This design comes from an exercise in tuning for small area, a short achievable clock period and few clock cycles on the open sky130 flow, not from production work. Function was checked by simulation only, so behaviour that the tests miss may differ from the original.

== rev 12 ==
Design folio_dec, start of the top module:
module folio_dec (
    input  wire        clk,
    input  wire        rst,
    input  wire        start,
    input  wire        cfg_explicit,
    input  wire [1:0]  cfg_book,
    input  wire [17:0] cfg_len,       
    output wire        idle,
    input  wire        in_valid,
    input  wire [7:0]  in_data,
    output reg         in_ready,
    output reg         tok_valid,
    input  wire        tok_ready,
    output reg         tok_copy,
    output wire [3:0]  tok_lit,
    output reg  [15:0] tok_dist,
    output reg  [12:0] tok_len,
    output reg         done,
    output reg  [2:0]  res_code,
    output reg  [7:0]  res_detail,
    output wire [31:0] res_nibble,
    output wire [31:0] res_bit
);
    localparam integer W = 34;           
    integer i;
    function [24:0] ksa;
        input [23:0] a;
        input [23:0] b;
        input        ci;
        reg   [23:0] g, p, gg, pp;
        integer s, t;
        begin
            g  = a & b;
            p  = a ^ b;
            gg = g;
            pp = p;
            gg[0] = g[0] | (p[0] & ci);
            for (s = 1; s < 24; s = s * 2)
                for (t = 23; t >= s; t = t - 1) begin
                    gg[t] = gg[t] | (pp[t] & gg[t - s]);
                    pp[t] = pp[t] & pp[t - s];
                end
            ksa = {gg[23], p ^ {gg[22:0], ci}};
        end
    endfunction
    function ge;
        input [23:0] a;
        input [23:0] b;
        reg   [24:0] r;
        begin
            r  = ksa(a, ~b, 1'b1);
            ge = r[24];
        end
    endfunction
    reg        st_idle, st_load, st_setup, st_dec, st_fin;
    reg        expl;
    reg [1:0]  book;
    reg [6:0]  sidx;         
    reg        half;         
    reg [5:0]  cbn;          
    reg        eotp;         
    reg [8:0]  rprev;        
    reg [6:0]  eprev;        
    reg        kneg, kbig;   
    reg [6:0]  tab  [0:120];
    reg [6:0]  ends [1:15];      
    reg [6:0]  r1 [1:15];        
    reg [7:0]  ib0, ib1;         
    reg [1:0]  nib;
    reg [17:0] remain;           
    reg [W-1:0] bb;              
  ...
Size: about 9200 cells after synthesis, roughly 1400 flip-flops.
Settings: LEC_CHECK=0, CAP_MARGIN=20, CORE_MARGIN=2, CORE_UTILIZATION=35, PLACE_DENSITY=0.5, SETUP_SLACK_MARGIN=5, SLEW_MARGIN=20; clock period 10.0 ns.
run.sh (not shown) runs the stock make flow with config.mk's settings and CLKGATE_MAP_FILE= SYNTH_SCRIPT=/design/flow/synth_recipe.tcl, a recipe that flattens the netlist after the stock synthesis.
Rev 12 reached the final stage; the timing, design-rule and antenna checks on its layout passed.
Testbench counts of rev 12, summed over its fixed seeds: cycles 46,686.
Changes in rev 13 relative to rev 12:
--- a/flow/design.v
+++ b/flow/design.v
@@ -3644,39 +3644,31 @@
     wire       b_k9  = b_ek[0];
     wire       b_e0  = (b_E == 5'd0);
     reg        b_enough;
     always @(*) begin
         b_enough = 1'b1;
         for (i = 1; i <= 26; i = i + 1)
             if (b_E == i) b_enough = vm[W - i];
     end
     wire       b_k9r = b_k9 && vm[W - 10] && ge({14'd0, bb[W-1 -: 10]}, 24'd766);
     wire       stall = tok_valid && !tok_ready;
     wire       b_go    = bv && !stall && (btr || b_e0 || b_enough || b_k9r || nomore);
     wire       b_shift = bv && !btr && !b_e0 && b_enough && !stall;
-    wire       a_ok   = st_dec && !stall && (!bv || (b_e0 && !btr));
+    wire       a_ok   = st_dec && !stall && (!bv || (b_go && b_e0 && !btr));
     wire       a_go   = a_ok && (a_le || nomore);
     wire       a_sh   = a_ok && a_le;
     wire [W-1:0] bb_e = bb_m << b_E;
     wire [24:0]  bc_es = ksa({18'd0, bc_m}, {19'h7ffff, ~b_E}, 1'b1);
     wire [W-1:0] bb_l = bb_m << a_L;
-    reg  [5:0]   bc_lsel;
-    reg  [24:0]  bc_sub;
-    always @(*) begin
-        bc_lsel = 6'd0;
-        for (i = 1; i <= 15; i = i + 1) begin
-            bc_sub = ksa({18'd0, bc_m}, ~(24'd0 + i), 1'b1);
-            if (oh[i]) bc_lsel = bc_lsel | bc_sub[5:0];
-        end
-    end
+    wire [24:0]  bc_ls = ksa({18'd0, bc_m}, {20'hfffff, ~a_L}, 1'b1);
     wire [43:0] c_t   = sym_c(csym);
     wire        c_lit = c_t[43];
     wire        c_run = c_t[42];
     wire        c_up  = c_t[41];
     wire        c_mat = c_t[40];
     wire        c_eot = c_t[39];
     wire        c_j31 = c_t[38];
     wire        c_k9  = c_t[37];
     wire        c_g3  = c_t[36];
     wire [3:0]  c_e1  = c_t[35:32];
     wire [2:0]  c_e2q = c_t[31:29];
     wire [12:0] c_b1  = c_t[28:16];
@@ -3867,25 +3859,25 @@
                     if (nib == 2'd2) ib1 <= in_data;
                 end else if (acc) begin
                     if (nib == 2'd0) ib0 <= in_data;
                     else ib1 <= in_data;
                 end
             end
             if (st_dec) begin
                 if (b_shift) begin
                     bb <= bb_e;
                     bc <= bc_es[5:0];
                 end else if (a_sh) begin
                     bb <= bb_l;
-                    bc <= bc_lsel;
+                    bc <= bc_ls[5:0];
                 end else begin
                     bb <= bb_m;
                     bc <= bc_m;
                 end
             end
             if (a_ok) begin
                 bv <= a_go;
                 btr  <= !a_le;
                 bidx <= a_idx;
                 bhi  <= 8'd1 << a_idx[6:4];
                 blo  <= 16'd1 << a_idx[3:0];
                 bL   <= a_L;
### Flow results
Rev 13 against rev 12: number of post-CTS setup repair buffers lower, register area share after synthesis shows an increase of 0.71 points, share of synthesized cell area in full adder, half adder and majority cells essentially unchanged, relative area change from synthesis to final layout now sits at about the same level, routed length on met3 saw an increase.
Testbench counts of rev 13, summed over its fixed seeds: cycles 46,686.

## re-timing with driven ports
In the flow no input, the clock included, has a driving cell. The finished layouts below were timed again as built, in two steps.
Step 1 (the two cells are an assumption about what drives the block):
set clk [get_ports {clk}]
set_driving_cell -lib_cell sky130_fd_sc_hd__clkbuf_16 $clk
set_driving_cell -lib_cell sky130_fd_sc_hd__buf_2 [delete_from_list [all_inputs] $clk]
Step 2 times the ports against the registers' clock, not the clock port: input delays grow and output delays shrink by t, the midpoint of the rising clock arrivals with the driver on.
a / b / c = ideal / step 1 / step 2; a / b = the first two.
run	t, ns	slack for setup (ns)	worst register clock-pin slew, ns	worst data-port slew with drivers (ns)	cell pins on the clock port's net
rev 12	0.941	3.780 / 3.780 / 3.780	0.08 / 0.08	0.05	1
rev 13	0.945	3.813 / 3.813 / 3.813	0.09 / 0.09	0.13	1
After both steps every run listed still meets setup and hold.
